This is an optimization exercise on Yosys and OpenROAD, whose aim is small area, a short achievable clock period and few clock cycles per item, not a production implementation.
No run shown here included a check of the RTL's function; only the layout flow was run.

==> flow/design.v (outline; a module is shown in full before it is edited, if it fits) <==
// module serac_cascade: 3082 lines
module serac_cascade (
    input  wire        clk,
    input  wire        rst,         
    input  wire        cfg_we,
    input  wire [5:0]  cfg_addr,    
    input  wire [31:0] cfg_data,
    input  wire        clr_state,   
    input  wire        in_valid,
    output wire        in_ready,
    input  wire [31:0] in_x,
    output reg         out_valid,
    output reg  [31:0] out_y
);
  // ...
==> flow/flow/run.sh <==
#!/bin/bash
set -euo pipefail
bash standard.sh SETUP_SLACK_MARGIN=14.5 \
    "BUFFER_PORTS_ARGS=-buffer_cell sky130_fd_sc_hd__buf_4" \
    finish > standard_flow.log 2>&1
==> flow/standard.sh <==
#!/bin/bash
# synth_recipe.tcl (not shown) runs the flow's synth.tcl, then flattens the netlist and writes it again
# the make line also repeats each setting of config.mk as NAME=value (left out here)
make -C /OpenROAD-flow-scripts/flow DESIGN_CONFIG=/design/flow/config.mk WORK_HOME=/design/flow/orfs CLKGATE_MAP_FILE= SYNTH_SCRIPT=/design/flow/synth_recipe.tcl "${@:-finish}"
==> flow/config.mk <==
export PLATFORM = sky130hd
export DESIGN_NAME = serac_cascade
export DESIGN_NICKNAME = serac_cascade
export VERILOG_FILES = /design/flow/design.v
export SDC_FILE = /design/flow/constraint.sdc
export NUM_CORES = 8
export LEC_CHECK = 0
export CAP_MARGIN = 20
export CORE_MARGIN = 2
export CORE_UTILIZATION = 40
export PLACE_DENSITY = 0.6
export SETUP_SLACK_MARGIN = 0.5
export SLEW_MARGIN = 20
==> flow/constraint.sdc <==
create_clock -name core_clock -period 20.0 [get_ports {clk}]
set_input_delay 4.0000 -clock core_clock [delete_from_list [all_inputs] [get_ports {clk}]]
set_output_delay 4.0000 -clock core_clock [all_outputs]
set_load 0.01 [all_outputs]
==> out/metrics.json, run 1 <==
{
  "run_status": {
    "outcome": "complete, no violations"
  },
  "synth": {
    "yosys-top-cells-count": "2492 x a22oi_1, 2421 x fa_1, 2392 x inv_1, 2118 x edfxtp_1, 2101 x xnor2_1",
    "synth.mux.area_fraction_pct": 6.145,
    "synthesized_area_fraction_occupied_by_and_or_nand_nor_cells_pct": 4.805,
    "post_synth_design_cell_area_mm2": 0.2352,
    "post_synthesis_register_bit_count": 3202,
    "synth_compound_area_share_pct": 11.41
  },
  "route": {
    "drt_wl_total_um": 946000,
    "drt_met1_wl_um": 340900,
    "top_layer_used": "met5",
    "route.antenna.remaining_nets": 0
  },
  "cells_and_area": {
    "numSequentialCells": 3202,
    "layout_commonest_cell": "a22oi_1",
    "area_dominant_class": "multi-input gates",
    "multi_input_comb_area_mm2": 0.1379,
    "syn2layout_area_growth_pct": 11.45,
    "final.clkbuf_count": 471
  },
  "setup_path": {
    "cp_slowest_cell": "or4_4",
    "gate_family_responsible_for_the_most_delay_along_the_worst_path": "simple AND/OR/NAND/NOR gates",
    "worst-r2r-cell-count": 21,
    "cpPeakStageDelay_ns": 0.64,
    "critical_path.max_fanout": 8,
    "endpoint": "yd_C[25]$_DFF_P_"
  },
  "cts": {
    "cts_tree": "built",
    "ctsHtreeMaxLevel": 5
  },
  "global_routing": {
    "gr-usage-met2_pct": 45.37,
    "grt_usage_pct": 31.12,
    "grt_start_max_net_pins": 129
  },
  "min_path": {
    "hold_end": "secD[1]$_DFF_P_"
  },
  "floorplan": {
    "die_area_mm2": 0.5942
  },
  "placed_design": {
    "pre_cts_slack_ns": 12.09
  }
}
==> inputs of run 2 (changes only) <==
--- a/flow/design.v
+++ b/flow/design.v
@@ -32,4 +32,55 @@
         pprow = (({33{d[0]}} & {m[31], m}) | ({33{d[1]}} & {m, 1'b0})) ^ {33{d[2]}};
     endfunction
+    function [127:0] ks2(input [63:0] a, input [63:0] b);
+        reg [63:0] g, p, g2, p2;
+        integer l, k;
+        begin
+            g = a & b;
+            p = a ^ b;
+            for (l = 1; l < 64; l = l * 2) begin
+                g2 = g;
+                p2 = p;
+                for (k = l; k < 64; k = k + 1) begin
+                    g2[k] = g[k] | (p[k] & g[k-l]);
+                    p2[k] = p[k] & p[k-l];
+                end
+                g = g2;
+                p = p2;
+            end
+            ks2 = {(a ^ b) ^ {g[62:0] | p[62:0], 1'b1}, (a ^ b) ^ {g[62:0], 1'b0}};
+        end
+    endfunction
+    function [46:0] rd47(input [7:0] oh, input [375:0] v);
+        integer e;
+        begin
+            rd47 = 47'd0;
+            for (e = 0; e < 8; e = e + 1)
+                rd47 = rd47 | ({47{oh[e]}} & v[47*e +: 47]);
+        end
+    endfunction
+    function [45:0] rd46(input [7:0] oh, input [367:0] v);
+        integer e;
+        begin
+            rd46 = 46'd0;
+            for (e = 0; e < 8; e = e + 1)
+                rd46 = rd46 | ({46{oh[e]}} & v[46*e +: 46]);
+        end
+    endfunction
+    function [31:0] rd32(input [7:0] oh, input [255:0] v);
+        integer e;
+        begin
+            rd32 = 32'd0;
+            for (e = 0; e < 8; e = e + 1)
+                rd32 = rd32 | ({32{oh[e]}} & v[32*e +: 32]);
+        end
+    endfunction
+    function [2:0] rd3(input [7:0] oh, input [23:0] v);
+        integer e;
+        begin
+            rd3 = 3'd0;
+            for (e = 0; e < 8; e = e + 1)
+                rd3 = rd3 | ({3{oh[e]}} & v[3*e +: 3]);
+        end
+    endfunction
     function [31:0] shsat(input [35:0] x, input [2:0] sh);
         reg [42:0] t;
@@ -51,4 +102,12 @@
     reg [46:0] s1r [0:7];
     reg [45:0] s2r [0:7];
+    wire [255:0] b0v = {b0r[7], b0r[6], b0r[5], b0r[4], b0r[3], b0r[2], b0r[1], b0r[0]};
+    wire [255:0] b1v = {b1r[7], b1r[6], b1r[5], b1r[4], b1r[3], b1r[2], b1r[1], b1r[0]};
+    wire [255:0] b2v = {b2r[7], b2r[6], b2r[5], b2r[4], b2r[3], b2r[2], b2r[1], b2r[0]};
+    wire [255:0] a1v = {a1r[7], a1r[6], a1r[5], a1r[4], a1r[3], a1r[2], a1r[1], a1r[0]};
+    wire [255:0] a2v = {a2r[7], a2r[6], a2r[5], a2r[4], a2r[3], a2r[2], a2r[1], a2r[0]};
+    wire [23:0]  shv = {shr[7], shr[6], shr[5], shr[4], shr[3], shr[2], shr[1], shr[0]};
+    wire [375:0] s1v = {s1r[7], s1r[6], s1r[5], s1r[4], s1r[3], s1r[2], s1r[1], s1r[0]};
+    wire [367:0] s2v = {s2r[7], s2r[6], s2r[5], s2r[4], s2r[3], s2r[2], s2r[1], s2r[0]};
     reg        we_r;
     reg [5:0]  wa_r;
@@ -89,13 +148,14 @@
     reg         vA, lastA;
     reg  [2:0]  secA;
+    reg  [7:0]  ohA;                
     reg  [47:0] xd_A;               
     reg  [31:0] b0_A;
     reg         vB, lastB;
     reg  [2:0]  secB;
+    reg  [7:0]  ohB;
     reg  [127:0] p0_B;              
     reg  [47:0] xd_B;
     reg  [31:0] b1_B, b2_B;
     reg  [46:0] s1_B;               
-    reg  [45:0] s2_B;
     reg         vC;
     reg  [2:0]  secC;
@@ -684,12 +744,10 @@
     wire [63:0] r0a = v0_cs[63:0];
     wire [63:0] r0b = v0_cs[127:64];
-    wire [28:0] l0  = {1'b0, r0a[27:0]} + {1'b0, r0b[27:0]};
-    wire        l0c = l0[28];                                    
-    wire        l0d = l0c | ((r0a[27:0] ^ r0b[27:0]) ==
-                             {r0a[26:0] | r0b[26:0], 1'b1});     
-    wire [35:0] h0  = r0a[63:28] + r0b[63:28];
-    wire [35:0] h1  = r0a[63:28] + r0b[63:28] + 36'd1;
-    wire        sgn  = l0c ? h1[35] : h0[35];
-    wire        sel0 = l0c | (l0d & ~sgn);
+    wire [127:0] sa = ks2(r0a, r0b);
+    wire [63:0] sa0 = sa[63:0];
+    wire [63:0] sa1 = sa[127:64];
+    wire [35:0] h0   = sa0[63:28];
+    wire [35:0] h1   = sa1[63:28];
+    wire        sel0 = ~sa0[63];
     wire [31:0] y0   = shsat(h0, 3'd0);
     wire [31:0] y1   = shsat(h1, 3'd0);
@@ -707,4 +765,5 @@
         end
     endgenerate
+    wire [45:0]  s2_B = rd46(ohB, s2v);
     wire [125:0] w1_cs;
     wire [1073:0] tb1_w;
@@ -791,85 +850,85 @@
     assign {tb1_w[161], tb1_w[160]} = fa(ppb1[178], ppb1[209], ppb1[240]);
     assign {tb1_w[163], tb1_w[162]} = fa(ppb1[271], ppb1[302], ppb1[333]);
-    assign {tb1_w[165], tb1_w[164]} = fa(ppb1[364], s2_B[5], tb1_w[1]);
+    assign {tb1_w[165], tb1_w[164]} = fa(ppb1[364], tb1_w[1], tb1_w[2]);
     assign {tb1_w[167], tb1_w[166]} = fa(ppb1[179], ppb1[210], ppb1[241]);
     assign {tb1_w[169], tb1_w[168]} = fa(ppb1[272], ppb1[303], ppb1[334]);
     assign {tb1_w[171], tb1_w[170]} = fa(ppb1[365], ppb1[396], ppb1_n[12]);
-    assign {tb1_w[173], tb1_w[172]} = fa(s2_B[6], tb1_w[3], tb1_w[4]);
+    assign {tb1_w[173], tb1_w[172]} = fa(tb1_w[3], tb1_w[4], tb1_w[6]);
     assign {tb1_w[175], tb1_w[174]} = fa(ppb1[180], ppb1[211], ppb1[242]);
     assign {tb1_w[177], tb1_w[176]} = fa(ppb1[273], ppb1[304], ppb1[335]);
-    assign {tb1_w[179], tb1_w[178]} = fa(ppb1[366], ppb1[397], s2_B[7]);
-    assign {tb1_w[181], tb1_w[180]} = fa(tb1_w[5], tb1_w[7], tb1_w[8]);
+    assign {tb1_w[179], tb1_w[178]} = fa(ppb1[366], ppb1[397], tb1_w[5]);
+    assign {tb1_w[181], tb1_w[180]} = fa(tb1_w[7], tb1_w[8], tb1_w[10]);
     assign {tb1_w[183], tb1_w[182]} = fa(ppb1[274], ppb1[305], ppb1[336]);
     assign {tb1_w[185], tb1_w[184]} = fa(ppb1[367], ppb1[398], ppb1[429]);
-    assign {tb1_w[187], tb1_w[186]} = fa(ppb1_n[13], s2_B[8], tb1_w[9]);
-    assign {tb1_w[189], tb1_w[188]} = fa(tb1_w[11], tb1_w[12], tb1_w[14]);
+    assign {tb1_w[187], tb1_w[186]} = fa(ppb1_n[13], tb1_w[9], tb1_w[11]);
+    assign {tb1_w[189], tb1_w[188]} = fa(tb1_w[12], tb1_w[14], tb1_w[16]);
     assign {tb1_w[191], tb1_w[190]} = fa(ppb1[275], ppb1[306], ppb1[337]);
     assign {tb1_w[193], tb1_w[192]} = fa(ppb1[368], ppb1[399], ppb1[430]);
-    assign {tb1_w[195], tb1_w[194]} = fa(s2_B[9], tb1_w[13], tb1_w[15]);
-    assign {tb1_w[197], tb1_w[196]} = fa(tb1_w[17], tb1_w[18], tb1_w[20]);
+    assign {tb1_w[195], tb1_w[194]} = fa(tb1_w[13], tb1_w[15], tb1_w[17]);
+    assign {tb1_w[197], tb1_w[196]} = fa(tb1_w[18], tb1_w[20], tb1_w[22]);
     assign {tb1_w[199], tb1_w[198]} = fa(ppb1[369], ppb1[400], ppb1[431]);
-    assign {tb1_w[201], tb1_w[200]} = fa(ppb1[462], ppb1_n[14], s2_B[10]);
-    assign {tb1_w[203], tb1_w[202]} = fa(tb1_w[19], tb1_w[21], tb1_w[23]);
-    assign {tb1_w[205], tb1_w[204]} = fa(tb1_w[24], tb1_w[26], tb1_w[28]);
+    assign {tb1_w[201], tb1_w[200]} = fa(ppb1[462], ppb1_n[14], tb1_w[19]);
+    assign {tb1_w[203], tb1_w[202]} = fa(tb1_w[21], tb1_w[23], tb1_w[24]);
+    assign {tb1_w[205], tb1_w[204]} = fa(tb1_w[26], tb1_w[28], tb1_w[30]);
     assign {tb1_w[207], tb1_w[206]} = fa(ppb1[370], ppb1[401], ppb1[432]);
-    assign {tb1_w[209], tb1_w[208]} = fa(ppb1[463], s2_B[11], tb1_w[25]);
-    assign {tb1_w[211], tb1_w[210]} = fa(tb1_w[27], tb1_w[29], tb1_w[31]);
-    assign {tb1_w[213], tb1_w[212]} = fa(tb1_w[32], tb1_w[34], tb1_w[36]);
+    assign {tb1_w[209], tb1_w[208]} = fa(ppb1[463], tb1_w[25], tb1_w[27]);
+    assign {tb1_w[211], tb1_w[210]} = fa(tb1_w[29], tb1_w[31], tb1_w[32]);
+    assign {tb1_w[213], tb1_w[212]} = fa(tb1_w[34], tb1_w[36], tb1_w[38]);
     assign {tb1_w[215], tb1_w[214]} = fa(ppb1[464], ppb1[495], ppb1_n[15]);
-    assign {tb1_w[217], tb1_w[216]} = fa(s2_B[12], tb1_w[33], tb1_w[35]);
-    assign {tb1_w[219], tb1_w[218]} = fa(tb1_w[37], tb1_w[39], tb1_w[40]);
-    assign {tb1_w[221], tb1_w[220]} = fa(tb1_w[42], tb1_w[44], tb1_w[46]);
-    assign {tb1_w[223], tb1_w[222]} = fa(ppb1[465], ppb1[496], s2_B[13]);
-    assign {tb1_w[225], tb1_w[224]} = fa(tb1_w[41], tb1_w[43], tb1_w[45]);
-    assign {tb1_w[227], tb1_w[226]} = fa(tb1_w[47], tb1_w[49], tb1_w[50]);
-    assign {tb1_w[229], tb1_w[228]} = fa(tb1_w[52], tb1_w[54], tb1_w[56]);
-    assign {tb1_w[231], tb1_w[230]} = fa(ppb1[497], s2_B[14], 1'b1);
-    assign {tb1_w[233], tb1_w[232]} = fa(tb1_w[51], tb1_w[53], tb1_w[55]);
-    assign {tb1_w[235], tb1_w[234]} = fa(tb1_w[57], tb1_w[59], tb1_w[60]);
-    assign {tb1_w[237], tb1_w[236]} = fa(tb1_w[62], tb1_w[64], tb1_w[66]);
-    assign {tb1_w[239], tb1_w[238]} = fa(ppb1[498], s2_B[15], 1'b1);
-    assign {tb1_w[241], tb1_w[240]} = fa(tb1_w[61], tb1_w[63], tb1_w[65]);
-    assign {tb1_w[243], tb1_w[242]} = fa(tb1_w[67], tb1_w[69], tb1_w[70]);
-    assign {tb1_w[245], tb1_w[244]} = fa(tb1_w[72], tb1_w[74], tb1_w[76]);
+    assign {tb1_w[217], tb1_w[216]} = fa(tb1_w[33], tb1_w[35], tb1_w[37]);
+    assign {tb1_w[219], tb1_w[218]} = fa(tb1_w[39], tb1_w[40], tb1_w[42]);
+    assign {tb1_w[221], tb1_w[220]} = fa(tb1_w[44], tb1_w[46], tb1_w[48]);
+    assign {tb1_w[223], tb1_w[222]} = fa(ppb1[465], ppb1[496], tb1_w[41]);
+    assign {tb1_w[225], tb1_w[224]} = fa(tb1_w[43], tb1_w[45], tb1_w[47]);
+    assign {tb1_w[227], tb1_w[226]} = fa(tb1_w[49], tb1_w[50], tb1_w[52]);
+    assign {tb1_w[229], tb1_w[228]} = fa(tb1_w[54], tb1_w[56], tb1_w[58]);
+    assign {tb1_w[231], tb1_w[230]} = fa(ppb1[497], 1'b1, tb1_w[51]);
+    assign {tb1_w[233], tb1_w[232]} = fa(tb1_w[53], tb1_w[55], tb1_w[57]);
+    assign {tb1_w[235], tb1_w[234]} = fa(tb1_w[59], tb1_w[60], tb1_w[62]);
+    assign {tb1_w[237], tb1_w[236]} = fa(tb1_w[64], tb1_w[66], tb1_w[68]);
+    assign {tb1_w[239], tb1_w[238]} = fa(ppb1[498], 1'b1, tb1_w[61]);
+    assign {tb1_w[241], tb1_w[240]} = fa(tb1_w[63], tb1_w[65], tb1_w[67]);
+    assign {tb1_w[243], tb1_w[242]} = fa(tb1_w[69], tb1_w[70], tb1_w[72]);
+    assign {tb1_w[245], tb1_w[244]} = fa(tb1_w[74], tb1_w[76], tb1_w[78]);
     assign {tb1_w[247], tb1_w[246]} = fa(ppb1[437], ppb1[468], ppb1[499]);
-    assign {tb1_w[249], tb1_w[248]} = fa(s2_B[16], tb1_w[71], tb1_w[73]);
-    assign {tb1_w[251], tb1_w[250]} = fa(tb1_w[75], tb1_w[77], tb1_w[79]);
-    assign {tb1_w[253], tb1_w[252]} = fa(tb1_w[80], tb1_w[82], tb1_w[84]);
+    assign {tb1_w[249], tb1_w[248]} = fa(tb1_w[71], tb1_w[73], tb1_w[75]);
+    assign {tb1_w[251], tb1_w[250]} = fa(tb1_w[77], tb1_w[79], tb1_w[80]);
+    assign {tb1_w[253], tb1_w[252]} = fa(tb1_w[82], tb1_w[84], tb1_w[86]);
     assign {tb1_w[255], tb1_w[254]} = fa(ppb1[438], ppb1[469], ppb1[500]);
-    assign {tb1_w[257], tb1_w[256]} = fa(s2_B[17], 1'b1, tb1_w[81]);
-    assign {tb1_w[259], tb1_w[258]} = fa(tb1_w[83], tb1_w[85], tb1_w[87]);
-    assign {tb1_w[261], tb1_w[260]} = fa(tb1_w[88], tb1_w[90], tb1_w[92]);
+    assign {tb1_w[257], tb1_w[256]} = fa(1'b1, tb1_w[81], tb1_w[83]);
+    assign {tb1_w[259], tb1_w[258]} = fa(tb1_w[85], tb1_w[87], tb1_w[88]);
+    assign {tb1_w[261], tb1_w[260]} = fa(tb1_w[90], tb1_w[92], tb1_w[94]);
     assign {tb1_w[263], tb1_w[262]} = fa(ppb1[377], ppb1[408], ppb1[439]);
-    assign {tb1_w[265], tb1_w[264]} = fa(ppb1[470], ppb1[501], s2_B[18]);
-    assign {tb1_w[267], tb1_w[266]} = fa(tb1_w[89], tb1_w[91], tb1_w[93]);
-    assign {tb1_w[269], tb1_w[268]} = fa(tb1_w[95], tb1_w[96], tb1_w[98]);
+    assign {tb1_w[265], tb1_w[264]} = fa(ppb1[470], ppb1[501], tb1_w[89]);
+    assign {tb1_w[267], tb1_w[266]} = fa(tb1_w[91], tb1_w[93], tb1_w[95]);
+    assign {tb1_w[269], tb1_w[268]} = fa(tb1_w[96], tb1_w[98], tb1_w[100]);
     assign {tb1_w[271], tb1_w[270]} = fa(ppb1[378], ppb1[409], ppb1[440]);
-    assign {tb1_w[273], tb1_w[272]} = fa(ppb1[471], ppb1[502], s2_B[19]);
-    assign {tb1_w[275], tb1_w[274]} = fa(1'b1, tb1_w[97], tb1_w[99]);
-    assign {tb1_w[277], tb1_w[276]} = fa(tb1_w[101], tb1_w[102], tb1_w[104]);
+    assign {tb1_w[273], tb1_w[272]} = fa(ppb1[471], ppb1[502], 1'b1);
+    assign {tb1_w[275], tb1_w[274]} = fa(tb1_w[97], tb1_w[99], tb1_w[101]);
+    assign {tb1_w[277], tb1_w[276]} = fa(tb1_w[102], tb1_w[104], tb1_w[106]);
     assign {tb1_w[279], tb1_w[278]} = fa(ppb1[317], ppb1[348], ppb1[379]);
     assign {tb1_w[281], tb1_w[280]} = fa(ppb1[410], ppb1[441], ppb1[472]);
-    assign {tb1_w[283], tb1_w[282]} = fa(ppb1[503], s2_B[20], tb1_w[103]);
-    assign {tb1_w[285], tb1_w[284]} = fa(tb1_w[105], tb1_w[107], tb1_w[108]);
+    assign {tb1_w[283], tb1_w[282]} = fa(ppb1[503], tb1_w[103], tb1_w[105]);
+    assign {tb1_w[285], tb1_w[284]} = fa(tb1_w[107], tb1_w[108], tb1_w[110]);
     assign {tb1_w[287], tb1_w[286]} = fa(ppb1[318], ppb1[349], ppb1[380]);
     assign {tb1_w[289], tb1_w[288]} = fa(ppb1[411], ppb1[442], ppb1[473]);
-    assign {tb1_w[291], tb1_w[290]} = fa(ppb1[504], s2_B[21], 1'b1);
-    assign {tb1_w[293], tb1_w[292]} = fa(tb1_w[109], tb1_w[111], tb1_w[112]);
+    assign {tb1_w[291], tb1_w[290]} = fa(ppb1[504], 1'b1, tb1_w[109]);
+    assign {tb1_w[293], tb1_w[292]} = fa(tb1_w[111], tb1_w[112], tb1_w[114]);
     assign {tb1_w[295], tb1_w[294]} = fa(ppb1[257], ppb1[288], ppb1[319]);
     assign {tb1_w[297], tb1_w[296]} = fa(ppb1[350], ppb1[381], ppb1[412]);
     assign {tb1_w[299], tb1_w[298]} = fa(ppb1[443], ppb1[474], ppb1[505]);
-    assign {tb1_w[301], tb1_w[300]} = fa(s2_B[22], tb1_w[113], tb1_w[115]);
+    assign {tb1_w[301], tb1_w[300]} = fa(tb1_w[113], tb1_w[115], tb1_w[116]);
     assign {tb1_w[303], tb1_w[302]} = fa(ppb1[258], ppb1[289], ppb1[320]);
     assign {tb1_w[305], tb1_w[304]} = fa(ppb1[351], ppb1[382], ppb1[413]);
     assign {tb1_w[307], tb1_w[306]} = fa(ppb1[444], ppb1[475], ppb1[506]);
-    assign {tb1_w[309], tb1_w[308]} = fa(s2_B[23], 1'b1, tb1_w[117]);
+    assign {tb1_w[309], tb1_w[308]} = fa(1'b1, tb1_w[117], tb1_w[118]);
     assign {tb1_w[311], tb1_w[310]} = fa(~ppb1[197], ppb1[228], ppb1[259]);
     assign {tb1_w[313], tb1_w[312]} = fa(ppb1[290], ppb1[321], ppb1[352]);
     assign {tb1_w[315], tb1_w[314]} = fa(ppb1[383], ppb1[414], ppb1[445]);
-    assign {tb1_w[317], tb1_w[316]} = fa(ppb1[476], ppb1[507], s2_B[24]);
+    assign {tb1_w[317], tb1_w[316]} = fa(ppb1[476], ppb1[507], tb1_w[119]);
     assign {tb1_w[319], tb1_w[318]} = fa(ppb1[229], ppb1[260], ppb1[291]);
     assign {tb1_w[321], tb1_w[320]} = fa(ppb1[322], ppb1[353], ppb1[384]);
     assign {tb1_w[323], tb1_w[322]} = fa(ppb1[415], ppb1[446], ppb1[477]);
-    assign {tb1_w[325], tb1_w[324]} = {ppb1[508] & s2_B[25], ppb1[508] ^ s2_B[25]};
+    assign {tb1_w[325], tb1_w[324]} = {ppb1[508] & 1'b1, ppb1[508] ^ 1'b1};
     assign {tb1_w[327], tb1_w[326]} = fa(~ppb1[230], ppb1[261], ppb1[292]);
     assign {tb1_w[329], tb1_w[328]} = fa(ppb1[323], ppb1[354], ppb1[385]);
@@ -909,105 +968,105 @@
     assign {tb1_w[397], tb1_w[396]} = fa(tb1_w[125], tb1_w[127], tb1_w[128]);
     assign {tb1_w[399], tb1_w[398]} = fa(ppb1[204], ppb1[235], ppb1[266]);
-    assign {tb1_w[401], tb1_w[400]} = fa(ppb1[297], ppb1_n[9], s2_B[0]);
-    assign {tb1_w[403], tb1_w[402]} = fa(tb1_w[129], tb1_w[130], tb1_w[132]);
+    assign {tb1_w[401], tb1_w[400]} = fa(ppb1[297], ppb1_n[9], tb1_w[129]);
+    assign {tb1_w[403], tb1_w[402]} = fa(tb1_w[130], tb1_w[132], s2_B[0]);
     assign {tb1_w[405], tb1_w[404]} = fa(ppb1[205], ppb1[236], ppb1[267]);
-    assign {tb1_w[407], tb1_w[406]} = fa(ppb1[298], s2_B[1], tb1_w[131]);
-    assign {tb1_w[409], tb1_w[408]} = fa(tb1_w[133], tb1_w[134], tb1_w[136]);
+    assign {tb1_w[407], tb1_w[406]} = fa(ppb1[298], tb1_w[131], tb1_w[133]);
+    assign {tb1_w[409], tb1_w[408]} = fa(tb1_w[134], tb1_w[136], s2_B[1]);
     assign {tb1_w[411], tb1_w[410]} = fa(ppb1[299], ppb1[330], ppb1_n[10]);
-    assign {tb1_w[413], tb1_w[412]} = fa(s2_B[2], tb1_w[135], tb1_w[137]);
-    assign {tb1_w[415], tb1_w[414]} = fa(tb1_w[138], tb1_w[140], tb1_w[142]);
-    assign {tb1_w[417], tb1_w[416]} = fa(ppb1[300], ppb1[331], s2_B[3]);
-    assign {tb1_w[419], tb1_w[418]} = fa(tb1_w[139], tb1_w[141], tb1_w[143]);
-    assign {tb1_w[421], tb1_w[420]} = fa(tb1_w[144], tb1_w[146], tb1_w[148]);
-    assign {tb1_w[423], tb1_w[422]} = fa(s2_B[4], tb1_w[0], tb1_w[145]);
-    assign {tb1_w[425], tb1_w[424]} = fa(tb1_w[147], tb1_w[149], tb1_w[150]);
-    assign {tb1_w[427], tb1_w[426]} = fa(tb1_w[152], tb1_w[154], tb1_w[156]);
-    assign {tb1_w[429], tb1_w[428]} = fa(tb1_w[2], tb1_w[151], tb1_w[153]);
-    assign {tb1_w[431], tb1_w[430]} = fa(tb1_w[155], tb1_w[157], tb1_w[158]);
-    assign {tb1_w[433], tb1_w[432]} = fa(tb1_w[160], tb1_w[162], tb1_w[164]);
-    assign {tb1_w[435], tb1_w[434]} = fa(tb1_w[6], tb1_w[159], tb1_w[161]);
-    assign {tb1_w[437], tb1_w[436]} = fa(tb1_w[163], tb1_w[165], tb1_w[166]);
-    assign {tb1_w[439], tb1_w[438]} = fa(tb1_w[168], tb1_w[170], tb1_w[172]);
-    assign {tb1_w[441], tb1_w[440]} = fa(tb1_w[10], tb1_w[167], tb1_w[169]);
-    assign {tb1_w[443], tb1_w[442]} = fa(tb1_w[171], tb1_w[173], tb1_w[174]);
-    assign {tb1_w[445], tb1_w[444]} = fa(tb1_w[176], tb1_w[178], tb1_w[180]);
-    assign {tb1_w[447], tb1_w[446]} = fa(tb1_w[16], tb1_w[175], tb1_w[177]);
-    assign {tb1_w[449], tb1_w[448]} = fa(tb1_w[179], tb1_w[181], tb1_w[182]);
-    assign {tb1_w[451], tb1_w[450]} = fa(tb1_w[184], tb1_w[186], tb1_w[188]);
-    assign {tb1_w[453], tb1_w[452]} = fa(tb1_w[22], tb1_w[183], tb1_w[185]);
-    assign {tb1_w[455], tb1_w[454]} = fa(tb1_w[187], tb1_w[189], tb1_w[190]);
-    assign {tb1_w[457], tb1_w[456]} = fa(tb1_w[192], tb1_w[194], tb1_w[196]);
-    assign {tb1_w[459], tb1_w[458]} = fa(tb1_w[30], tb1_w[191], tb1_w[193]);
-    assign {tb1_w[461], tb1_w[460]} = fa(tb1_w[195], tb1_w[197], tb1_w[198]);
-    assign {tb1_w[463], tb1_w[462]} = fa(tb1_w[200], tb1_w[202], tb1_w[204]);
-    assign {tb1_w[465], tb1_w[464]} = fa(tb1_w[38], tb1_w[199], tb1_w[201]);
-    assign {tb1_w[467], tb1_w[466]} = fa(tb1_w[203], tb1_w[205], tb1_w[206]);
-    assign {tb1_w[469], tb1_w[468]} = fa(tb1_w[208], tb1_w[210], tb1_w[212]);
-    assign {tb1_w[471], tb1_w[470]} = fa(tb1_w[48], tb1_w[207], tb1_w[209]);
-    assign {tb1_w[473], tb1_w[472]} = fa(tb1_w[211], tb1_w[213], tb1_w[214]);
-    assign {tb1_w[475], tb1_w[474]} = fa(tb1_w[216], tb1_w[218], tb1_w[220]);
-    assign {tb1_w[477], tb1_w[476]} = fa(tb1_w[58], tb1_w[215], tb1_w[217]);
-    assign {tb1_w[479], tb1_w[478]} = fa(tb1_w[219], tb1_w[221], tb1_w[222]);
-    assign {tb1_w[481], tb1_w[480]} = fa(tb1_w[224], tb1_w[226], tb1_w[228]);
-    assign {tb1_w[483], tb1_w[482]} = fa(tb1_w[68], tb1_w[223], tb1_w[225]);
-    assign {tb1_w[485], tb1_w[484]} = fa(tb1_w[227], tb1_w[229], tb1_w[230]);
-    assign {tb1_w[487], tb1_w[486]} = fa(tb1_w[232], tb1_w[234], tb1_w[236]);
-    assign {tb1_w[489], tb1_w[488]} = fa(tb1_w[78], tb1_w[231], tb1_w[233]);
-    assign {tb1_w[491], tb1_w[490]} = fa(tb1_w[235], tb1_w[237], tb1_w[238]);
-    assign {tb1_w[493], tb1_w[492]} = fa(tb1_w[240], tb1_w[242], tb1_w[244]);
-    assign {tb1_w[495], tb1_w[494]} = fa(tb1_w[86], tb1_w[239], tb1_w[241]);
-    assign {tb1_w[497], tb1_w[496]} = fa(tb1_w[243], tb1_w[245], tb1_w[246]);
-    assign {tb1_w[499], tb1_w[498]} = fa(tb1_w[248], tb1_w[250], tb1_w[252]);
-    assign {tb1_w[501], tb1_w[500]} = fa(tb1_w[94], tb1_w[247], tb1_w[249]);
-    assign {tb1_w[503], tb1_w[502]} = fa(tb1_w[251], tb1_w[253], tb1_w[254]);
-    assign {tb1_w[505], tb1_w[504]} = fa(tb1_w[256], tb1_w[258], tb1_w[260]);
-    assign {tb1_w[507], tb1_w[506]} = fa(tb1_w[100], tb1_w[255], tb1_w[257]);
-    assign {tb1_w[509], tb1_w[508]} = fa(tb1_w[259], tb1_w[261], tb1_w[262]);
-    assign {tb1_w[511], tb1_w[510]} = fa(tb1_w[264], tb1_w[266], tb1_w[268]);
-    assign {tb1_w[513], tb1_w[512]} = fa(tb1_w[106], tb1_w[263], tb1_w[265]);
-    assign {tb1_w[515], tb1_w[514]} = fa(tb1_w[267], tb1_w[269], tb1_w[270]);
-    assign {tb1_w[517], tb1_w[516]} = fa(tb1_w[272], tb1_w[274], tb1_w[276]);
-    assign {tb1_w[519], tb1_w[518]} = fa(tb1_w[110], tb1_w[271], tb1_w[273]);
-    assign {tb1_w[521], tb1_w[520]} = fa(tb1_w[275], tb1_w[277], tb1_w[278]);
-    assign {tb1_w[523], tb1_w[522]} = fa(tb1_w[280], tb1_w[282], tb1_w[284]);
-    assign {tb1_w[525], tb1_w[524]} = fa(tb1_w[114], tb1_w[279], tb1_w[281]);
-    assign {tb1_w[527], tb1_w[526]} = fa(tb1_w[283], tb1_w[285], tb1_w[286]);
-    assign {tb1_w[529], tb1_w[528]} = fa(tb1_w[288], tb1_w[290], tb1_w[292]);
-    assign {tb1_w[531], tb1_w[530]} = fa(tb1_w[116], tb1_w[287], tb1_w[289]);
-    assign {tb1_w[533], tb1_w[532]} = fa(tb1_w[291], tb1_w[293], tb1_w[294]);
-    assign {tb1_w[535], tb1_w[534]} = fa(tb1_w[296], tb1_w[298], tb1_w[300]);
-    assign {tb1_w[537], tb1_w[536]} = fa(tb1_w[118], tb1_w[295], tb1_w[297]);
-    assign {tb1_w[539], tb1_w[538]} = fa(tb1_w[299], tb1_w[301], tb1_w[302]);
-    assign {tb1_w[541], tb1_w[540]} = fa(tb1_w[304], tb1_w[306], tb1_w[308]);
-    assign {tb1_w[543], tb1_w[542]} = fa(tb1_w[119], tb1_w[303], tb1_w[305]);
-    assign {tb1_w[545], tb1_w[544]} = fa(tb1_w[307], tb1_w[309], tb1_w[310]);
-    assign {tb1_w[547], tb1_w[546]} = fa(tb1_w[312], tb1_w[314], tb1_w[316]);
-    assign {tb1_w[549], tb1_w[548]} = fa(1'b1, tb1_w[311], tb1_w[313]);
-    assign {tb1_w[551], tb1_w[550]} = fa(tb1_w[315], tb1_w[317], tb1_w[318]);
-    assign {tb1_w[553], tb1_w[552]} = fa(tb1_w[320], tb1_w[322], tb1_w[324]);
-    assign {tb1_w[555], tb1_w[554]} = fa(ppb1[509], s2_B[26], tb1_w[319]);
-    assign {tb1_w[557], tb1_w[556]} = fa(tb1_w[321], tb1_w[323], tb1_w[325]);
-    assign {tb1_w[559], tb1_w[558]} = fa(tb1_w[326], tb1_w[328], tb1_w[330]);
-    assign {tb1_w[561], tb1_w[560]} = fa(ppb1[510], s2_B[27], 1'b1);
-    assign {tb1_w[563], tb1_w[562]} = fa(tb1_w[327], tb1_w[329], tb1_w[331]);
-    assign {tb1_w[565], tb1_w[564]} = fa(tb1_w[332], tb1_w[334], tb1_w[336]);
+    assign {tb1_w[413], tb1_w[412]} = fa(tb1_w[135], tb1_w[137], tb1_w[138]);
+    assign {tb1_w[415], tb1_w[414]} = fa(tb1_w[140], tb1_w[142], s2_B[2]);
+    assign {tb1_w[417], tb1_w[416]} = fa(ppb1[300], ppb1[331], tb1_w[139]);
+    assign {tb1_w[419], tb1_w[418]} = fa(tb1_w[141], tb1_w[143], tb1_w[144]);
+    assign {tb1_w[421], tb1_w[420]} = fa(tb1_w[146], tb1_w[148], s2_B[3]);
+    assign {tb1_w[423], tb1_w[422]} = fa(tb1_w[0], tb1_w[145], tb1_w[147]);
+    assign {tb1_w[425], tb1_w[424]} = fa(tb1_w[149], tb1_w[150], tb1_w[152]);
+    assign {tb1_w[427], tb1_w[426]} = fa(tb1_w[154], tb1_w[156], s2_B[4]);
+    assign {tb1_w[429], tb1_w[428]} = fa(tb1_w[151], tb1_w[153], tb1_w[155]);
+    assign {tb1_w[431], tb1_w[430]} = fa(tb1_w[157], tb1_w[158], tb1_w[160]);
+    assign {tb1_w[433], tb1_w[432]} = fa(tb1_w[162], tb1_w[164], s2_B[5]);
+    assign {tb1_w[435], tb1_w[434]} = fa(tb1_w[159], tb1_w[161], tb1_w[163]);
+    assign {tb1_w[437], tb1_w[436]} = fa(tb1_w[165], tb1_w[166], tb1_w[168]);
+    assign {tb1_w[439], tb1_w[438]} = fa(tb1_w[170], tb1_w[172], s2_B[6]);
+    assign {tb1_w[441], tb1_w[440]} = fa(tb1_w[167], tb1_w[169], tb1_w[171]);
+    assign {tb1_w[443], tb1_w[442]} = fa(tb1_w[173], tb1_w[174], tb1_w[176]);
+    assign {tb1_w[445], tb1_w[444]} = fa(tb1_w[178], tb1_w[180], s2_B[7]);
+    assign {tb1_w[447], tb1_w[446]} = fa(tb1_w[175], tb1_w[177], tb1_w[179]);
+    assign {tb1_w[449], tb1_w[448]} = fa(tb1_w[181], tb1_w[182], tb1_w[184]);
+    assign {tb1_w[451], tb1_w[450]} = fa(tb1_w[186], tb1_w[188], s2_B[8]);
+    assign {tb1_w[453], tb1_w[452]} = fa(tb1_w[183], tb1_w[185], tb1_w[187]);
+    assign {tb1_w[455], tb1_w[454]} = fa(tb1_w[189], tb1_w[190], tb1_w[192]);
+    assign {tb1_w[457], tb1_w[456]} = fa(tb1_w[194], tb1_w[196], s2_B[9]);
+    assign {tb1_w[459], tb1_w[458]} = fa(tb1_w[191], tb1_w[193], tb1_w[195]);
+    assign {tb1_w[461], tb1_w[460]} = fa(tb1_w[197], tb1_w[198], tb1_w[200]);
+    assign {tb1_w[463], tb1_w[462]} = fa(tb1_w[202], tb1_w[204], s2_B[10]);
+    assign {tb1_w[465], tb1_w[464]} = fa(tb1_w[199], tb1_w[201], tb1_w[203]);
+    assign {tb1_w[467], tb1_w[466]} = fa(tb1_w[205], tb1_w[206], tb1_w[208]);
+    assign {tb1_w[469], tb1_w[468]} = fa(tb1_w[210], tb1_w[212], s2_B[11]);
+    assign {tb1_w[471], tb1_w[470]} = fa(tb1_w[207], tb1_w[209], tb1_w[211]);
+    assign {tb1_w[473], tb1_w[472]} = fa(tb1_w[213], tb1_w[214], tb1_w[216]);
+    assign {tb1_w[475], tb1_w[474]} = fa(tb1_w[218], tb1_w[220], s2_B[12]);
+    assign {tb1_w[477], tb1_w[476]} = fa(tb1_w[215], tb1_w[217], tb1_w[219]);
+    assign {tb1_w[479], tb1_w[478]} = fa(tb1_w[221], tb1_w[222], tb1_w[224]);
+    assign {tb1_w[481], tb1_w[480]} = fa(tb1_w[226], tb1_w[228], s2_B[13]);
+    assign {tb1_w[483], tb1_w[482]} = fa(tb1_w[223], tb1_w[225], tb1_w[227]);
+    assign {tb1_w[485], tb1_w[484]} = fa(tb1_w[229], tb1_w[230], tb1_w[232]);
+    assign {tb1_w[487], tb1_w[486]} = fa(tb1_w[234], tb1_w[236], s2_B[14]);
+    assign {tb1_w[489], tb1_w[488]} = fa(tb1_w[231], tb1_w[233], tb1_w[235]);
+    assign {tb1_w[491], tb1_w[490]} = fa(tb1_w[237], tb1_w[238], tb1_w[240]);
+    assign {tb1_w[493], tb1_w[492]} = fa(tb1_w[242], tb1_w[244], s2_B[15]);
+    assign {tb1_w[495], tb1_w[494]} = fa(tb1_w[239], tb1_w[241], tb1_w[243]);
+    assign {tb1_w[497], tb1_w[496]} = fa(tb1_w[245], tb1_w[246], tb1_w[248]);
+    assign {tb1_w[499], tb1_w[498]} = fa(tb1_w[250], tb1_w[252], s2_B[16]);
+    assign {tb1_w[501], tb1_w[500]} = fa(tb1_w[247], tb1_w[249], tb1_w[251]);
+    assign {tb1_w[503], tb1_w[502]} = fa(tb1_w[253], tb1_w[254], tb1_w[256]);
+    assign {tb1_w[505], tb1_w[504]} = fa(tb1_w[258], tb1_w[260], s2_B[17]);
+    assign {tb1_w[507], tb1_w[506]} = fa(tb1_w[255], tb1_w[257], tb1_w[259]);
+    assign {tb1_w[509], tb1_w[508]} = fa(tb1_w[261], tb1_w[262], tb1_w[264]);
+    assign {tb1_w[511], tb1_w[510]} = fa(tb1_w[266], tb1_w[268], s2_B[18]);
+    assign {tb1_w[513], tb1_w[512]} = fa(tb1_w[263], tb1_w[265], tb1_w[267]);
+    assign {tb1_w[515], tb1_w[514]} = fa(tb1_w[269], tb1_w[270], tb1_w[272]);
+    assign {tb1_w[517], tb1_w[516]} = fa(tb1_w[274], tb1_w[276], s2_B[19]);
+    assign {tb1_w[519], tb1_w[518]} = fa(tb1_w[271], tb1_w[273], tb1_w[275]);
+    assign {tb1_w[521], tb1_w[520]} = fa(tb1_w[277], tb1_w[278], tb1_w[280]);
+    assign {tb1_w[523], tb1_w[522]} = fa(tb1_w[282], tb1_w[284], s2_B[20]);
+    assign {tb1_w[525], tb1_w[524]} = fa(tb1_w[279], tb1_w[281], tb1_w[283]);
+    assign {tb1_w[527], tb1_w[526]} = fa(tb1_w[285], tb1_w[286], tb1_w[288]);
+    assign {tb1_w[529], tb1_w[528]} = fa(tb1_w[290], tb1_w[292], s2_B[21]);
+    assign {tb1_w[531], tb1_w[530]} = fa(tb1_w[287], tb1_w[289], tb1_w[291]);
+    assign {tb1_w[533], tb1_w[532]} = fa(tb1_w[293], tb1_w[294], tb1_w[296]);
+    assign {tb1_w[535], tb1_w[534]} = fa(tb1_w[298], tb1_w[300], s2_B[22]);
+    assign {tb1_w[537], tb1_w[536]} = fa(tb1_w[295], tb1_w[297], tb1_w[299]);
+    assign {tb1_w[539], tb1_w[538]} = fa(tb1_w[301], tb1_w[302], tb1_w[304]);
+    assign {tb1_w[541], tb1_w[540]} = fa(tb1_w[306], tb1_w[308], s2_B[23]);
+    assign {tb1_w[543], tb1_w[542]} = fa(tb1_w[303], tb1_w[305], tb1_w[307]);
+    assign {tb1_w[545], tb1_w[544]} = fa(tb1_w[309], tb1_w[310], tb1_w[312]);
+    assign {tb1_w[547], tb1_w[546]} = fa(tb1_w[314], tb1_w[316], s2_B[24]);
+    assign {tb1_w[549], tb1_w[548]} = fa(tb1_w[311], tb1_w[313], tb1_w[315]);
+    assign {tb1_w[551], tb1_w[550]} = fa(tb1_w[317], tb1_w[318], tb1_w[320]);
+    assign {tb1_w[553], tb1_w[552]} = fa(tb1_w[322], tb1_w[324], s2_B[25]);
+    assign {tb1_w[555], tb1_w[554]} = fa(ppb1[509], tb1_w[319], tb1_w[321]);
+    assign {tb1_w[557], tb1_w[556]} = fa(tb1_w[323], tb1_w[325], tb1_w[326]);
+    assign {tb1_w[559], tb1_w[558]} = fa(tb1_w[328], tb1_w[330], s2_B[26]);
+    assign {tb1_w[561], tb1_w[560]} = fa(ppb1[510], 1'b1, tb1_w[327]);
+    assign {tb1_w[563], tb1_w[562]} = fa(tb1_w[329], tb1_w[331], tb1_w[332]);
+    assign {tb1_w[565], tb1_w[564]} = fa(tb1_w[334], tb1_w[336], s2_B[27]);
     assign {tb1_w[567], tb1_w[566]} = fa(ppb1[449], ppb1[480], ppb1[511]);
-    assign {tb1_w[569], tb1_w[568]} = fa(s2_B[28], tb1_w[333], tb1_w[335]);
-    assign {tb1_w[571], tb1_w[570]} = fa(tb1_w[337], tb1_w[338], tb1_w[340]);
+    assign {tb1_w[569], tb1_w[568]} = fa(tb1_w[333], tb1_w[335], tb1_w[337]);
+    assign {tb1_w[571], tb1_w[570]} = fa(tb1_w[338], tb1_w[340], s2_B[28]);
     assign {tb1_w[573], tb1_w[572]} = fa(ppb1[450], ppb1[481], ppb1[512]);
-    assign {tb1_w[575], tb1_w[574]} = fa(s2_B[29], 1'b1, tb1_w[339]);
-    assign {tb1_w[577], tb1_w[576]} = fa(tb1_w[341], tb1_w[342], tb1_w[344]);
+    assign {tb1_w[575], tb1_w[574]} = fa(1'b1, tb1_w[339], tb1_w[341]);
+    assign {tb1_w[577], tb1_w[576]} = fa(tb1_w[342], tb1_w[344], s2_B[29]);
     assign {tb1_w[579], tb1_w[578]} = fa(ppb1[389], ppb1[420], ppb1[451]);
-    assign {tb1_w[581], tb1_w[580]} = fa(ppb1[482], ppb1[513], s2_B[30]);
-    assign {tb1_w[583], tb1_w[582]} = fa(tb1_w[343], tb1_w[345], tb1_w[346]);
+    assign {tb1_w[581], tb1_w[580]} = fa(ppb1[482], ppb1[513], tb1_w[343]);
+    assign {tb1_w[583], tb1_w[582]} = fa(tb1_w[345], tb1_w[346], s2_B[30]);
     assign {tb1_w[585], tb1_w[584]} = fa(ppb1[390], ppb1[421], ppb1[452]);
-    assign {tb1_w[587], tb1_w[586]} = fa(ppb1[483], ppb1[514], s2_B[31]);
-    assign {tb1_w[589], tb1_w[588]} = fa(1'b1, tb1_w[347], tb1_w[348]);
+    assign {tb1_w[587], tb1_w[586]} = fa(ppb1[483], ppb1[514], 1'b1);
+    assign {tb1_w[589], tb1_w[588]} = fa(tb1_w[347], tb1_w[348], s2_B[31]);
     assign {tb1_w[591], tb1_w[590]} = fa(~ppb1[329], ppb1[360], ppb1[391]);
     assign {tb1_w[593], tb1_w[592]} = fa(ppb1[422], ppb1[453], ppb1[484]);
-    assign {tb1_w[595], tb1_w[594]} = fa(ppb1[515], s2_B[32], tb1_w[349]);
+    assign {tb1_w[595], tb1_w[594]} = fa(ppb1[515], tb1_w[349], s2_B[32]);
     assign {tb1_w[597], tb1_w[596]} = fa(ppb1[361], ppb1[392], ppb1[423]);
     assign {tb1_w[599], tb1_w[598]} = fa(ppb1[454], ppb1[485], ppb1[516]);
-    assign {tb1_w[601], tb1_w[600]} = {s2_B[33] & 1'b1, s2_B[33] ^ 1'b1};
+    assign {tb1_w[601], tb1_w[600]} = {1'b1 & s2_B[33], 1'b1 ^ s2_B[33]};
     assign {tb1_w[603], tb1_w[602]} = fa(~ppb1[362], ppb1[393], ppb1[424]);
     assign {tb1_w[605], tb1_w[604]} = fa(ppb1[455], ppb1[486], ppb1[517]);
@@ -1113,14 +1172,14 @@
     assign {tb1_w[805], tb1_w[804]} = fa(s2_B[34], tb1_w[597], tb1_w[599]);
     assign {tb1_w[807], tb1_w[806]} = fa(tb1_w[601], tb1_w[602], tb1_w[604]);
-    assign {tb1_w[809], tb1_w[808]} = fa(s2_B[35], 1'b1, tb1_w[603]);
+    assign {tb1_w[809], tb1_w[808]} = fa(1'b1, s2_B[35], tb1_w[603]);
     assign {tb1_w[811], tb1_w[810]} = fa(tb1_w[605], tb1_w[606], tb1_w[608]);
     assign {tb1_w[813], tb1_w[812]} = fa(ppb1[488], ppb1[519], s2_B[36]);
     assign {tb1_w[815], tb1_w[814]} = fa(tb1_w[607], tb1_w[609], tb1_w[610]);
-    assign {tb1_w[817], tb1_w[816]} = fa(ppb1[489], ppb1[520], s2_B[37]);
-    assign {tb1_w[819], tb1_w[818]} = fa(1'b1, tb1_w[611], tb1_w[612]);
+    assign {tb1_w[817], tb1_w[816]} = fa(ppb1[489], ppb1[520], 1'b1);
+    assign {tb1_w[819], tb1_w[818]} = fa(s2_B[37], tb1_w[611], tb1_w[612]);
     assign {tb1_w[821], tb1_w[820]} = fa(~ppb1[428], ppb1[459], ppb1[490]);
     assign {tb1_w[823], tb1_w[822]} = fa(ppb1[521], s2_B[38], tb1_w[613]);
     assign {tb1_w[825], tb1_w[824]} = fa(ppb1[460], ppb1[491], ppb1[522]);
-    assign {tb1_w[827], tb1_w[826]} = {s2_B[39] & 1'b1, s2_B[39] ^ 1'b1};
+    assign {tb1_w[827], tb1_w[826]} = {1'b1 & s2_B[39], 1'b1 ^ s2_B[39]};
     assign {tb1_w[829], tb1_w[828]} = fa(~ppb1[461], ppb1[492], ppb1[523]);
     assign {tb1_w[831], tb1_w[830]} = {ppb1[493] & ppb1[524], ppb1[493] ^ ppb1[524]};
@@ -1182,7 +1241,7 @@
     assign {tb1_w[943], tb1_w[942]} = fa(tb1_w[821], tb1_w[823], tb1_w[824]);
     assign {tb1_w[945], tb1_w[944]} = fa(s2_B[40], tb1_w[825], tb1_w[827]);
-    assign {tb1_w[947], tb1_w[946]} = fa(s2_B[41], 1'b1, tb1_w[829]);
+    assign {tb1_w[947], tb1_w[946]} = fa(1'b1, s2_B[41], tb1_w[829]);
     assign {tb1_w[949], tb1_w[948]} = fa(~ppb1[494], ppb1[525], s2_B[42]);
-    assign {tb1_w[951], tb1_w[950]} = {ppb1[526] & s2_B[43], ppb1[526] ^ s2_B[43]};
+    assign {tb1_w[951], tb1_w[950]} = {ppb1[526] & 1'b1, ppb1[526] ^ 1'b1};
     assign {tb1_w[953], tb1_w[952]} = {1'b1 & tb1_w[614], 1'b1 ^ tb1_w[614]};
     assign {tb1_w[955], tb1_w[954]} = fa(tb1_w[615], tb1_w[833], tb1_w[834]);
@@ -1244,5 +1303,5 @@
     assign {tb1_w[1067], tb1_w[1066]} = fa(tb1_w[830], tb1_w[945], tb1_w[946]);
     assign {tb1_w[1069], tb1_w[1068]} = fa(tb1_w[831], tb1_w[947], tb1_w[948]);
-    assign {tb1_w[1071], tb1_w[1070]} = fa(1'b1, tb1_w[949], tb1_w[950]);
+    assign {tb1_w[1071], tb1_w[1070]} = fa(s2_B[43], tb1_w[949], tb1_w[950]);
     assign {tb1_w[1073], tb1_w[1072]} = fa(~ppb1[527], s2_B[44], tb1_w[951]);
     assign w1_cs = {1'b0, tb1_w[1073], tb1_w[1072], tb1_w[1070], tb1_w[1068], tb1_w[1066], tb1_w[1064], tb1_w[1062], tb1_w[1060], tb1_w[1058], tb1_w[1056], tb1_w[1054], tb1_w[1052], tb1_w[1050], tb1_w[1048], tb1_w[1046], tb1_w[1044], tb1_w[1042], tb1_w[1040], tb1_w[1038], tb1_w[1036], tb1_w[1034], tb1_w[1032], tb1_w[1030], tb1_w[1028], tb1_w[1026], tb1_w[1024], tb1_w[1022], tb1_w[1020], tb1_w[1018], tb1_w[1016], tb1_w[1014], tb1_w[1012], tb1_w[1010], tb1_w[1008], tb1_w[1006], tb1_w[1004], tb1_w[1002], tb1_w[1000], tb1_w[998], tb1_w[996], tb1_w[994], tb1_w[992], tb1_w[990], tb1_w[988], tb1_w[986], tb1_w[984], tb1_w[982], tb1_w[980], tb1_w[978], tb1_w[976], tb1_w[974], tb1_w[972], tb1_w[970], tb1_w[968], tb1_w[966], tb1_w[964], tb1_w[962], tb1_w[960], tb1_w[958], tb1_w[956], tb1_w[954], tb1_w[952],
@@ -2978,20 +3037,10 @@
     wire [62:0] r1a = v1_D[62:0];
     wire [62:0] r1b = v1_D[125:63];
-    wire [16:0] l1  = {1'b0, r1a[15:0]} + {1'b0, r1b[15:0]};
-    wire        l1c = l1[16];
-    wire        l1d = l1c | ((r1a[15:0] ^ r1b[15:0]) == {r1a[14:0] | r1b[14:0], 1'b1});
-    wire [46:0] h10 = r1a[62:16] + r1b[62:16];
-    wire [46:0] h11 = r1a[62:16] + r1b[62:16] + 47'd1;
-    wire        sg1 = l1c ? h11[46] : h10[46];
-    wire [46:0] s1_new = (l1c | (l1d & ~sg1)) ? h11 : h10;
+    wire [127:0] sb = ks2({1'b0, r1a}, {1'b0, r1b});    
+    wire [46:0] s1_new = sb[62] ? sb[62:16] : sb[126:80];
     wire [61:0] r2a = v2_D[61:0];
     wire [61:0] r2b = v2_D[123:62];
-    wire [16:0] l2  = {1'b0, r2a[15:0]} + {1'b0, r2b[15:0]};
-    wire        l2c = l2[16];
-    wire        l2d = l2c | ((r2a[15:0] ^ r2b[15:0]) == {r2a[14:0] | r2b[14:0], 1'b1});
-    wire [45:0] h20 = r2a[61:16] + r2b[61:16];
-    wire [45:0] h21 = r2a[61:16] + r2b[61:16] + 46'd1;
-    wire        sg2 = l2c ? h21[45] : h20[45];
-    wire [45:0] s2_new = (l2c | (l2d & ~sg2)) ? h21 : h20;
+    wire [127:0] sc = ks2({2'b0, r2a}, {2'b0, r2b});    
+    wire [45:0] s2_new = sc[61] ? sc[61:16] : sc[125:80];
     integer i;
     always @(posedge clk) begin
@@ -3009,16 +3058,18 @@
     wire        cont   = nt ? busy[1] : busy[0];
     wire [2:0]  nsec_t = nt ? nsec1 : nsec0;
-    wire        start  = ~cont & inbuf_v & cnt[1];
+    wire        start  = ~cont & cnt[1] & (inbuf_v | (in_valid & ~we_r));
     wire        issue  = cont | start;
-    wire [2:0]  sec_n  = start ? 3'd0 : nsec_t;
+    wire [2:0]  sec_n  = cont ? nsec_t : 3'd0;
     wire        last_n = (sec_n == last_sec);
-    wire [2:0]  sh_n   = shr[sec_n];
+    wire [7:0]  oh_n   = 8'd1 << sec_n;
+    wire [2:0]  sh_n   = rd3(oh_n, shv);
+    wire [31:0] x_in   = inbuf_v ? inbuf_x : in_x;
     wire [47:0] xd0    = booth(shsat(h0, sh_n));
     wire [47:0] xd1    = booth(shsat(h1, sh_n));
-    wire [47:0] xdi    = booth(shsat({{4{inbuf_x[31]}}, inbuf_x}, sh_n));
-    wire [47:0] xd_n   = start ? xdi : sel0 ? xd1 : xd0;
+    wire [47:0] xdi    = booth(shsat({{4{x_in[31]}}, x_in}, sh_n));
+    wire [47:0] xd_n   = cont ? (sel0 ? xd1 : xd0) : xdi;
     wire        fwd    = vD && secD == secA;
     wire accept = in_valid & in_ready_r;
-    wire inbuf_next = (inbuf_v & ~start) | accept;
+    wire inbuf_next = (inbuf_v | accept) & ~start;
     always @(posedge clk) begin
         if (rst) begin
@@ -3057,21 +3108,22 @@
             inbuf_x <= in_x;
         secA  <= sec_n;
+        ohA   <= oh_n;
         lastA <= last_n;
         xd_A  <= xd_n;
-        b0_A  <= b0r[sec_n];
+        b0_A  <= rd32(oh_n, b0v);
         secB  <= secA;
+        ohB   <= ohA;
         lastB <= lastA;
         p0_B  <= fa_p0;
         xd_B  <= xd_A;
-        b1_B  <= b1r[secA];
-        b2_B  <= b2r[secA];
-        s1_B  <= fwd ? s1_new : s1r[secA];
-        s2_B  <= fwd ? s2_new : s2r[secA];
+        b1_B  <= rd32(ohA, b1v);
+        b2_B  <= rd32(ohA, b2v);
+        s1_B  <= fwd ? s1_new : rd47(ohA, s1v);
         secC  <= secB;
         yd_C  <= sel0 ? yd1 : yd0;
         w1_C  <= w1_cs;
         w2_C  <= w2_cs;
-        a1_C  <= a1r[secB];
-        a2_C  <= a2r[secB];
+        a1_C  <= rd32(ohB, a1v);
+        a2_C  <= rd32(ohB, a2v);
         secD  <= secC;
         v1_D  <= v1_cs;
==> out/metrics.json, run 2 <==
{
  "floorplan": {
    "std_cell_rows": 277,
    "io_pins": 109,
    "initial_core_util_pct": 40.11,
    "die_width_um": 759.2,
    "die_area": {"value": 0.5764, "unit": "mm²", "change": "-3.0%"},
    "design.core.area_mm2": 0.5687,
    "die_height_um": 759.2
  },
  "placed_design": {
    "dpl_cell_area_mm2": 0.2373,
    "pre_cts_slack": {"value": 12.29, "unit": "ns", "change": "+0.1942 ns"},
    "port-buffer-count": 108,
    "gpl.final_weighted_congestion": 0.9920,
    "hpwlAfterDp_um": 598300
  },
  "cells_and_area": {
    "final_nets": 22780,
    "fill_cells": 52560,
    "final_layout_size_suffix_gt1_share_pct": 9.543,
    "register_with_the_highest_flop_count": "s1r",
    "leading_registers_by_flop_count": "s1r x376, s2r x368",
    "syn2layout_area_growth_pct": 10.23,
    "most-common-layout-cells": "3426 x a22oi_1, 2420 x fa_1, 2207 x inv_1",
    "final_core_util_pct": 44.21,
    "largest_reg_flops": 376,
    "layout_commonest_cell": "a22oi_1",
    "finalInstanceArea_mm2": 0.2515
  },
  "synth": {
    "ys_warn_count": 1,
    "yosys_most_used_dff": "edfxtp_1",
    "postSynthCellCount": 20440,
    "synth-seq-area-share_pct": 37.13,
    "count_of_flip_flops_with_a_built_in_enable_after_synthesis": 2118,
    "postSynthNetCount": 23440,
    "synth_area_leaders": "edfxtp_1 28%, fa_1 21%, a22oi_1 11%, dfxtp_1 9.2%, xnor2_1 7.8%",
    "post_synth.cell_area_avg_um2": 11.16,
    "synth.distinct_cells": 110,
    "post_synth_design_cell_area": {"value": 0.2281, "unit": "mm²", "change": "-3.0%"},
    "yosys-top-cells-count": "3427 x a22oi_1, 2420 x fa_1, 2212 x inv_1, 2118 x edfxtp_1, 2033 x xnor2_1",
    "post_synthesis_register_bit_count": {"value": 3172, "change": "-0.94%"},
    "ys_async_sr_fraction_pct": 0,
    "synth.most_common_cell": "a22oi_1",
    "post-synth-top-area-fraction_pct": 27.88,
    "synth_top_cell_by_area": "edfxtp_1"
  },
  "route": {
    "vias": 175600,
    "route.antenna.remaining_nets": {"value": 0, "change": "unchanged"},
    "route.detailed.wl_per_inst_um": 33.72,
    "drt_iter0_markers": 24180,
    "count_of_tritonroute_iterations_in_the_first_routing_pass": 9,
    "drcViolationCount": 0,
    "via_per_instance_ratio": 6.337,
    "drt_wl_total": {"value": 934400, "unit": "µm", "change": "-1.2%"}
  },
  "cts": {
    "numClockSinks": 3172,
    "ctsHtreeMaxLevel": {"value": 5, "change": "unchanged"},
    "cts-root-to-sink-buffers": 4,
    "clkLatencyLatePin_ns": 1.05,
    "tritoncts.num_buffers": 336,
    "clock-root-buffer": "clkbuf_16",
    "cts_tree": "built",
    "clkSlewWorstSetupHoldPaths_ns": 0.06
  },
  "timing": {
    "unrepaired_setup_endpoints_after_global_routing": "yes",
    "max_slew_margin_pct": 6.892,
    "worst-slew-pin-transition_ns": 1.382,
    "min_period_over_period_pct": 28.14,
    "finClkSkew_ns": 0.1333,
    "finalHoldViolCount": 0,
    "setup-tns-final_ns": 0,
    "final_critical_path_setup_slack_ns": 14.37,
    "finalCriticalPeriod_ns": 5.629,
    "number_of_setup_violations_in_the_final_report": 0,
    "maxSlewViolCount": 0,
    "clock.fmax_ghz": 0.1777
  },
  "setup_path": {
    "endpoint_kind_of_the_worst_setup_timing_path": "output port",
    "worst-path-buf-inv": 1,
    "cp_slowest_cell": "edfxtp_1",
    "path_cells": "buf_6",
    "gate_family_responsible_for_the_most_delay_along_the_worst_path": "flip-flops",
    "worst_ep_required_time_ns": 16.00,
    "arrival_ns": 1.63,
    "cpPeakStageDelay": {"value": 0.48, "unit": "ns", "change": "-0.16 ns"},
    "crit_type": "flop to output port",
    "critical_path.max_fanout": {"value": 1, "change": "-7"},
    "worstSetupStartpointType": "flop"
  },
  "min_path": {
    "timing.hold.worst.class": "flop to flop"
  },
  "global_routing": {
    "overflow": 0,
    "grt_usage": {"value": 31.31, "unit": "%", "change": "+0.19 points"},
    "wire_length_of_the_first_global_routing_pass_um": 1315000,
    "grt_pass1_vias": 177800,
    "initial_antenna_violation_count": 81,
    "grt_start_max_net_pins": {"value": 83, "change": "-36%"}
  },
  "run_status": {
    "outcome": "complete, no violations"
  },
  "job": {
    "timing.max_cap.violations": 0
  }
}
## run 2: cell types whose count changed in the layout (fill, tap and decap cells not counted), moves of 47 or more
cell	delta
inv_1	-181
ha_1	-76
nand2_1	-341
nand3_1	-114
buf_6	-53
mux4_2	-416
a21oi_1	+159
a22oi_1	+938
mux2_2	-210
nand4_1	+172
o21ai_0	-63
nor2_1	+47
and4_1	+50
## run 2: layout make-up
class / count / area [µm²] / area share [%]
Antenna cell: 123 / 307.8 / 0.1224
Clock buffer: 469 / 9437 / 3.753
Clock inverter: 153 / 1916 / 0.7618
Inverter: 2231 / 8447 / 3.359
Multi-Input combinational cell: 13210 / 130100 / 51.75
Sequential cell: 3172 / 85000 / 33.80
Tap cell: 7533 / 9425 / 3.748
Timing Repair Buffer: 824 / 6785 / 2.698
Timing Repair inverter: 2 / 10.01 / 0.003981
## run 2: per-layer routing
layer  GRT usage [%]  vias up  routed length (µm)
li1                -    69530                   -
met1           38.85    88720              335100
met2           47.48    13610              403000
met3           9.970     3716              123800
met4           19.41       30               72120
met5         0.05786        -                 376
## run 2: through the flow
stage | cells | hold WS [ns]
2_1_floorplan | 20440 | 0.3096
4_1_cts | 27540 | 0.3322
6_report | 27710 | 0.3306
3_3_place_gp | 26900 | 0.3114
5_1_grt | 27670 | 0.3363
3_5_place_dp | 26900 | 0.3147
## run 2: cells by family (layout without fill, tap and decap cells)
group | Yosys count | in the layout | share of synthesized area [%]
AOI/OAI and AO/OA | 4883 | 4883 | 15.36
muxes | 208 | 208 | 1.080
xor gates and xnor gates | 2853 | 2853 | 10.96
DFF | 3172 | 3172 | 37.13
and+or+nand+nor | 2333 | 2333 | 4.738
adders and majority gates | 2928 | 2928 | 24.02
other | 0 | 123 | 0
buffers and inverters | 4060 | 3679 | 6.715
## run 2: timing repair
item                                    in CTS  in global routing
hold buffers                                 0                  0
buffers inserted                            23                 38
endpoints found under the setup margin     401                251
pin swaps                                   16                 27
resized for setup                          203                154
cloned                                       3                  3
## run 2: path summary, 6_finish.rpt
kind                      end  slack (ns)  cells past startpoint           startpoint
max                 out_y[18]       14.37                      1  out_y[18]$_DFFE_PP_
min           secD[1]$_DFF_P_        0.33                      0      secC[1]$_DFF_P_
max reg2reg  s1_B[38]$_DFF_P_       14.46                     16     v1_D[55]$_DFF_P_
min reg2reg   secD[1]$_DFF_P_        0.33                      0      secC[1]$_DFF_P_
==> inputs of run 3 (changes only) <==
==> flow/flow/run.sh (replaced) <==
#!/bin/bash
set -euo pipefail
bash standard.sh SETUP_SLACK_MARGIN=15 \
    "BUFFER_PORTS_ARGS=-buffer_cell sky130_fd_sc_hd__buf_4" \
    finish > standard_flow.log 2>&1
==> out/metrics.json, run 3 <==
{
  "timing": {
    "clock.fmax": {"value": 0.1777, "unit": "GHz", "change": "about the same"},
    "min_period_over_period": {"value": 28.14, "unit": "%", "change": "about the same"},
    "finClkSkew": {"value": 0.1236, "unit": "ns", "change": "-0.009719 ns"},
    "finalHoldViolCount": {"value": 0, "change": "unchanged"},
    "unrepaired_setup_endpoints_after_global_routing": "yes",
    "setup-tns-final": {"value": 0, "unit": "ns", "change": "unchanged"}
  },
  "synth": {
    "synth.most_common_cell": "a22oi_1",
    "synth-seq-area-share": {"value": 37.13, "unit": "%", "change": "unchanged"},
    "yosys_most_used_dff": "edfxtp_1",
    "ys_async_sr_fraction": {"value": 0, "unit": "%", "change": "unchanged"},
    "yosys.area_share.xor_xnor": {"value": 10.96, "unit": "%", "change": "unchanged"},
    "synth_top_family_by_area": "adder cells",
    "synth_area_leaders": "edfxtp_1 28%, fa_1 21%, a22oi_1 11%, dfxtp_1 9.2%, xnor2_1 7.8%",
    "synth.mux.area_fraction": {"value": 1.080, "unit": "%", "change": "unchanged"},
    "count_of_flip_flops_with_a_built_in_enable_after_synthesis": {"value": 2118, "change": "unchanged"},
    "synth_top_cell_by_area": "edfxtp_1",
    "synth.distinct_cells": {"value": 110, "change": "unchanged"},
    "post_synthesis_register_bit_count": {"value": 3172, "change": "unchanged"},
    "synthAdderAreaFrac": {"value": 24.02, "unit": "%", "change": "unchanged"}
  },
  "global_routing": {
    "wire_length_of_the_first_global_routing_pass": {"value": 1317000, "unit": "µm", "change": "+0.22%"},
    "initial_antenna_violation_count": {"value": 64, "change": "-21%"},
    "grt_pass1_vias": {"value": 178700, "change": "+0.52%"},
    "grt_usage": {"value": 31.37, "unit": "%", "change": "+0.059 points"}
  },
  "floorplan": {
    "initial_core_util": {"value": 40.11, "unit": "%", "change": "unchanged"},
    "die_height": {"value": 759.2, "unit": "µm", "change": "unchanged"},
    "die_width": {"value": 759.2, "unit": "µm", "change": "unchanged"},
    "design.core.area": {"value": 0.5687, "unit": "mm²", "change": "unchanged"}
  },
  "route": {
    "drt_iter0_markers": {"value": 25200, "change": "+4.2%"},
    "route.detailed.wl_per_inst": {"value": 33.63, "unit": "µm", "change": "-0.26%"},
    "drt_wl_total": {"value": 937800, "unit": "µm", "change": "+0.36%"},
    "count_of_tritonroute_iterations_in_the_first_routing_pass": {"value": 7, "change": "-2"},
    "drcViolationCount": {"value": 0, "change": "unchanged"}
  },
  "cells_and_area": {
    "final_core_util": {"value": 44.95, "unit": "%", "change": "+0.74 points"},
    "layout_commonest_cell": "a22oi_1",
    "most-common-layout-cells": "3427 x a22oi_1, 2418 x fa_1, 2205 x inv_1",
    "final_layout_size_suffix_gt1_share": {"value": 11.42, "unit": "%", "change": "+1.9 points"},
    "leading_registers_by_flop_count": "s1r x376, s2r x368",
    "register_with_the_highest_flop_count": "s1r"
  },
  "placed_design": {
    "port-buffer-count": {"value": 108, "change": "unchanged"},
    "pre_cts_slack": {"value": 11.82, "unit": "ns", "change": "-0.4716 ns"},
    "dpl_cell_area": {"value": 0.2373, "unit": "mm²", "change": "about the same"}
  },
  "run_status": {
    "outcome": "complete, no violations"
  },
  "setup_path": {
    "crit_type": "flop to output port",
    "endpoint_kind_of_the_worst_setup_timing_path": "output port",
    "cpPeakStageDelay": {"value": 0.46, "unit": "ns", "change": "-0.02 ns"}
  },
  "cts": {
    "numClockSinks": {"value": 3172, "change": "unchanged"},
    "tritoncts.num_buffers": {"value": 338, "change": "+0.60%"}
  }
}
==> run 3: cell counts after synthesis <==
Identical to the previous run, type by type.
==> run 3: final timing paths <==
| kind | from | end | slack, ns | cells after the start |
|---|---|---|---|---|
| min | secC[1]$_DFF_P_ | secD[1]$_DFF_P_ | 0.32 | 0 |
| max reg2reg | yd_C[20]$_DFF_P_ | v1_D[86]$_DFF_P_ | 14.92 | 9 |
| min reg2reg | secC[1]$_DFF_P_ | secD[1]$_DFF_P_ | 0.32 | 0 |
| max | out_y[18]$_DFFE_PP_ | out_y[18] | 14.37 | 1 |
==> run 3: repair_timing <==
| item | CTS | global route |
|---|---|---|
| pin swaps | 88 | 109 |
| gates cloned | 15 | 4 |
| buffers inserted | 134 | 82 |
| endpoints found under the setup margin | 846 | 476 |
| hold buffers | 0 | 0 |
| gates resized for setup | 576 | 318 |
==> run 3: cells by family (layout without fill, tap and decap cells) <==
logic type	count (synthesis)	after routing
DFF	3172	3172
and+or+nand+nor	2333	2335
muxes	208	208
buffers and inverters	4060	3846
other	0	127
adders and majority gates	2928	2928
xor gates and xnor gates	2853	2853
AOI/OAI and AO/OA	4883	4883
==> run 3: layer usage <==
metal	vias to the layer above	global-route usage, %	routed length, µm
li1	69900	-	-
met1	89000	39.20	338800
met2	13830	47.27	403500
met3	3547	10.02	123600
met4	28	19.36	71590
met5	-	0.04133	247
==> run 3: layout make-up <==
class	instances	area, µm²
diodes	127	317.8
clock buffers	458	9539
clock inverters	170	1868
fillers	52190	313100
inverters	2231	8478
multi-input cells	13210	131800
flip-flops and latches	3172	85100
well taps	7533	9425
repair buffers	985	9135
repair inverters	2	10.01
==> run 3: metrics by stage <==
stage          cells
2_1_floorplan  20440
3_3_place_gp   26880
3_5_place_dp   26890
4_1_cts        27660
5_1_grt        27850
6_report       27890

==> what the ideal ports hide <==
How much do the figures lean on ideal ports? The routed layouts below were timed once more, with nothing changed but the port constraints. Step 1: set_driving_cell puts a clkbuf_16 on clk and a buf_2 on each other input, an assumption about the parent block. Step 2 adds t to the input delays and takes it off the output delays; t is the mean of the earliest and latest rising clock arrival at the registers after step 1. Input paths then give back, and output paths get back, about the clock's delay inside the block. Slacks: no drivers / after step 1 / after step 2; pairs: no drivers / after step 1.
| run | t, ns | setup WS [ns] | worst setup path at the end | worst register clock-pin slew, ns | worst data-port slew with drivers (ns) |
|---|---|---|---|---|---|
| run 1 | 1.153 | 14.057 / 14.057 / 14.057 | register to register | 0.07 / 0.07 | 0.17 |
| run 2 | 1.115 | 14.371 / 14.244 / 13.603 | input to register | 0.08 / 0.08 | 0.06 |
| run 3 | 1.131 | 14.373 / 14.238 / 13.681 | input to register | 0.08 / 0.08 | 0.09 |
After both steps every run listed still meets setup and hold. For run 2, which loses most, drivers alone change the setup slack by -0.127 ns; drivers and shift together by -0.768 ns.
